From an optimization exercise on the open Yosys and OpenROAD flow, aimed at small area and few clock cycles per item; shortcuts taken in it are not production practice. Function was checked by simulation only, so behaviour that the tests miss may differ from the original. Power and IR drop assume default switching activity.

## run A
==> flow/design.v (excerpt) <==
module k64_atomic (
    input  wire         clk,
    input  wire         rst,
    input  wire         in_valid,
    output wire         in_ready,
    input  wire [7:0]   in_aop,
    input  wire [3:0]   in_atype,
    input  wire [127:0] in_old,
    input  wire [127:0] in_operand,
    input  wire [127:0] in_compare,
    output reg          out_valid,
    input  wire         out_ready,
    output reg  [127:0] out_result,
    output reg          out_bad
);
    localparam A_ADD = 8'h00, A_AND = 8'h01, A_OR = 8'h02, A_XOR = 8'h03,
               A_MIN = 8'h04, A_MAX = 8'h05, A_SWAP = 8'h06, A_CAS = 8'h07,
               A_TALLY = 8'h10;
    localparam T_I32 = 4'h0, T_U32 = 4'h1, T_I64 = 4'h2, T_U64 = 4'h3,
               T_U128 = 4'h4, T_F32 = 4'h5, T_F64 = 4'h6;
    wire [127:0] v = in_old;
    wire [127:0] x = in_operand;
    wire [127:0] c = in_compare;
    wire op_int  = (in_aop <= A_SWAP);
    wire op_full = (in_aop <= A_CAS);
    wire op_flt  = (in_aop == A_ADD) || (in_aop == A_MIN) ||
                   (in_aop == A_MAX) || (in_aop == A_SWAP);
    reg  valid_pair;
    always @(*) begin
        case (in_atype)
            T_I32, T_U32:  valid_pair = op_int;
            T_I64:         valid_pair = op_full;
            T_U64:         valid_pair = op_full || (in_aop == A_TALLY);
            T_U128:        valid_pair = (in_aop == A_SWAP) || (in_aop == A_CAS);
            T_F32, T_F64:  valid_pair = op_flt;
            default:       valid_pair = 1'b0;
        endcase
    end
    wire f32    = (in_atype == T_F32);
    wire is_fp  = f32 || (in_atype == T_F64);
    wire w32    = (in_atype == T_I32) || (in_atype == T_U32) || f32;
    wire w128   = (in_atype == T_U128);
    wire sgn    = (in_atype == T_I32) || (in_atype == T_I64) || is_fp;
    wire o_add  = (in_aop == A_ADD) || (in_aop == A_TALLY);
    wire o_mm   = (in_aop == A_MIN) || (in_aop == A_MAX);
    wire fadd   = is_fp && (in_aop == A_ADD);    
    wire f64    = !f32;                           
    wire        sa = f32 ? v[31] : v[63];
    wire        sb = f32 ? x[31] : x[63];
  ...
For scale: roughly 4000 cells after synthesis, roughly 530 I/O pins, roughly 25000 um^2 of cells after synthesis.
==> flow/config.mk <==
export PLATFORM = sky130hd
export DESIGN_NAME = k64_atomic
export DESIGN_NICKNAME = k64_atomic
export VERILOG_FILES = /design/flow/design.v
export SDC_FILE = /design/flow/constraint.sdc
export NUM_CORES = 4
export LEC_CHECK = 0
export ABC_AREA = 1
export CAP_MARGIN = 20
export CORE_MARGIN = 2
export CORE_UTILIZATION = 36
export GPL_TIMING_DRIVEN = 0
export PLACE_DENSITY = 0.55
export SETUP_SLACK_MARGIN = 0.25
export SLEW_MARGIN = 20
==> flow/constraint.sdc <==
create_clock -name core_clock -period 30.0 [get_ports {clk}]
set_input_delay 6.0000 -clock core_clock [delete_from_list [all_inputs] [get_ports {clk}]]
set_output_delay 6.0000 -clock core_clock [all_outputs]
set_load 0.01 [all_outputs]
standard.sh (not shown) runs the stock make flow with config.mk's settings and CLKGATE_MAP_FILE= SYNTH_SCRIPT=/design/flow/synth_recipe.tcl, a recipe that flattens the netlist after the stock synthesis.
==> flow/flow/run.sh <==
#!/bin/bash
# The standard layout (standard.sh) with two changes:
#  1. after the standard synthesis, the combinational logic is re-mapped by
#     ABC with an area-oriented script (flow/area.abc); every register
#     instance of the standard synthesis is kept as it is (same names, same
#     cells), and the don't-use cells of the standard synthesis stay barred;
#  2. the port buffers use the smallest buffer cell (buf_1).
# Floorplan, power grid, placement, CTS and routing are the standard ones.
set -euo pipefail
HERE=$(pwd)
FLOWDIR=$HERE/flow
R=$HERE/orfs/results/$FLOW_PLATFORM/k64_atomic/base
L=$HERE/orfs/logs/$FLOW_PLATFORM/k64_atomic/base
LIB=$FLOW_HOME/platforms/$FLOW_PLATFORM/lib/sky130_fd_sc_hd__tt_025C_1v80.lib
YOSYS=$FLOW_HOME/../tools/install/yosys/bin/yosys
[[ -x $YOSYS ]] || YOSYS=yosys

export BUFFER_PORTS_ARGS="-buffer_cell sky130_fd_sc_hd__buf_1"

# 1. standard synthesis
bash standard.sh synth > standard_synth.log 2>&1
cp -p $R/1_2_yosys.v $HERE/standard_netlist.v

# 2. re-map the combinational logic
DU=$(grep -o -- "-dont_use [^ ]*" $L/1_2_yosys.log | sort -u | tr '\n' ' ')
KEEP=$(grep -oE "^ *sky130_fd_sc_hd__[a-z0-9_]+ " $HERE/standard_netlist.v | sort -u | \
       grep -E "__(e?df|sdf|dl|conb)" | tr -d ' ' | tr '\n' ' ')
printf 'set_driving_cell sky130_fd_sc_hd__buf_1\nset_load 3.9\n' > $HERE/abc.constr
{
  echo "read_liberty -ignore_miss_func $LIB"
  echo "read_verilog $HERE/standard_netlist.v"
  echo "hierarchy -top $FLOW_TOP"
  for c in $KEEP; do echo "setattr -mod -set keep_hierarchy 1 $c"; done
  echo "flatten"
  echo "opt_clean -purge"
  echo "abc -script $FLOWDIR/area.abc -liberty $LIB $DU -constr $HERE/abc.constr"
  echo "opt_clean -purge"
  echo "hilomap -singleton -hicell sky130_fd_sc_hd__conb_1 HI -locell sky130_fd_sc_hd__conb_1 LO"
  for c in $KEEP; do echo "blackbox $c"; done
  echo "splitnets"
  echo "opt_clean -purge"
  echo "tee -o $HERE/remap_stat.txt stat -liberty $LIB"
  echo "write_verilog -noattr -noexpr -nohex -nodec $HERE/remapped.v"
} > $HERE/remap.ys
$YOSYS -s $HERE/remap.ys > remap.log 2>&1

# the registers must be the standard synthesis's
diff <(grep -oE "^ *sky130_fd_sc_hd__(e?df|sdf|dl)[a-z0-9_]* +\S+" $HERE/standard_netlist.v | sed 's/_[0-9]* / /' | sort) \
     <(grep -oE "^ *sky130_fd_sc_hd__(e?df|sdf|dl)[a-z0-9_]* +\S+" $HERE/remapped.v | sed 's/_[0-9]* / /' | sort) > regs.diff

cp $HERE/remapped.v $R/1_2_yosys.v
rm -f $R/1_synth.odb $R/1_synth.sdc

# 3. the rest of the standard flow
bash standard.sh > standard.log 2>&1
Other scripts of this flow, unchanged in this note and not shown: flow/flow/area.abc
Testbench counts of run A, summed over its fixed seeds: cycles 24,008, items 24,000.
Setup changes, run A to run B
Settings: swapping 0.25 for 0.2 in SETUP_SLACK_MARGIN; swapping 36 for 55 in CORE_UTILIZATION; clearing ABC_AREA, which used to be 1; swapping 0.55 for 0.65 in PLACE_DENSITY.
Findings:
Run A and run B: one clean run, run A; the rest did not finish clean.
As the logs show, run B stopped at global routing after a tool error, so it never reached the end of the flow.
Total placed cells including tap cells is lower on run B
Between run A and run B, starting density of the core increased.
Run B vs run A, width of the chip went down by 17%.
For floorplan die height, dividing the value from run A by the value from run B gives 1.2.
Between run A and run B, the flow reports synthesized instance count increasing by a few percent.
[run B vs run A] number of placement rows: lower in run B
Changes observed in run B relative to run A: detailed placer's ending HPWL went up 2700 um; hold-fix buffer count after cts held; area after synthesis has increased.
--- input diff run B..run C ---
Settings: swapping 20 for 10 in SLEW_MARGIN; swapping 55 for 40 in CORE_UTILIZATION; putting ABC_AREA at 1 where nothing was set; swapping 0.65 for 0.55 in PLACE_DENSITY; swapping 20 for 10 in CAP_MARGIN.
==> summary.txt <==
Run C: complete, dirty (capacitance limit, slew limit). Against run B, run C reports a total nets after synthesis that is lower. In run C, the standard cell area after detailed placement came out about 3.6% below the value in run B. Diff run B -> run C: final weighted congestion in routability-driven placement has decreased, synthesized area went down by about 4%, post-cts gate resize count moved up. Comparing run C against run B, there is no change at all in quantity of I/O buffers inserted on ports. Compare run B and run C | starting density of the core lower: run C. In the metrics for run B and run C, the one carrying the lower synthesized instance count is run C. Measured against run B, the vertical die dimension of run C comes out at 1.15 times the reference value.
Setup changes, run C to run D
Settings: changing PLACE_DENSITY from 0.55 to 0.5; changing SLEW_MARGIN from 10 to 20; changing SETUP_SLACK_MARGIN from 0.2 to 0.5; changing CAP_MARGIN from 10 to 20; changing CORE_UTILIZATION from 40 to 36.
--- a/flow/flow/run.sh
+++ b/flow/flow/run.sh
@@ -1,3 +1,3 @@
 #!/bin/bash
-# The standard layout (standard.sh) with two changes:
+# The standard layout (standard.sh) with three changes:
 #  1. after the standard synthesis, the combinational logic is re-mapped by
@@ -6,3 +6,5 @@
 #     cells), and the don't-use cells of the standard synthesis stay barred;
-#  2. the port buffers use the smallest buffer cell (buf_1).
+#  2. the port buffers use the smallest buffer cell (buf_1);
+#  3. the two largest plain buffers (buf_12, buf_16) are kept out of the
+#     resizer's repairs, which then use chains of smaller buffers.
 # Floorplan, power grid, placement, CTS and routing are the standard ones.
@@ -18,2 +20,4 @@
 export BUFFER_PORTS_ARGS="-buffer_cell sky130_fd_sc_hd__buf_1"
+# the platform's config.mk appends its own don't-use cells to this list
+export DONT_USE_CELLS="sky130_fd_sc_hd__buf_12 sky130_fd_sc_hd__buf_16"
 
==> comparison <==
Looking at critical path launch point, the in_old[57] result is from run D; the in_operand[62] one comes from run C. Post-synthesis to final-layout area growth sits higher in run D than in run C. Finished layout cell area came out higher on run D than on run C. Sequential share of cell area of run D is on par with run C. Compared to run C, run D has met3 routing resource usage after global routing 0.24 points lower. Leakage power summed over all cells in run D is 0.14 nW higher than in run C. Taking run C as the reference, in run D worst setup slack +320 ps, cell total after placement +101, total power draw +0.025 mW, hold slack +3.4 ps. Run C and run D ended up with roughly the same setup TNS. Run D ran to completion and came out clean on the timing, design-rule and antenna checks.

==> static timing again, ports no longer ideal <==
The results above use ideal ports. As a check the final layouts listed here were re-extracted and re-timed, cells and wires unchanged. Step 1: set_driving_cell puts a clkbuf_16 on clk and a buf_2 on each other input, an assumption about the parent block. Step 2 times the ports against the registers' clock, not the clock port: input delays grow and output delays shrink by t, the midpoint of the rising clock arrivals with the driver on. Slacks: ideal / step 1 / step 2; pairs: ideal / step 1.
| run | t, ns | slack for setup (ns) | cell pins on the clock port's net |
|---|---|---|---|
| run A | 0.593 | 1.333 / 1.372 / 0.779 | 1 |
| run C | 0.554 | 1.004 / 0.970 / 0.416 | 1 |
| run D | 0.580 | 1.324 / 1.371 / 0.791 | 1 |
For run C, which loses most, drivers alone change the setup slack by -0.034 ns; drivers and shift together by -0.588 ns.
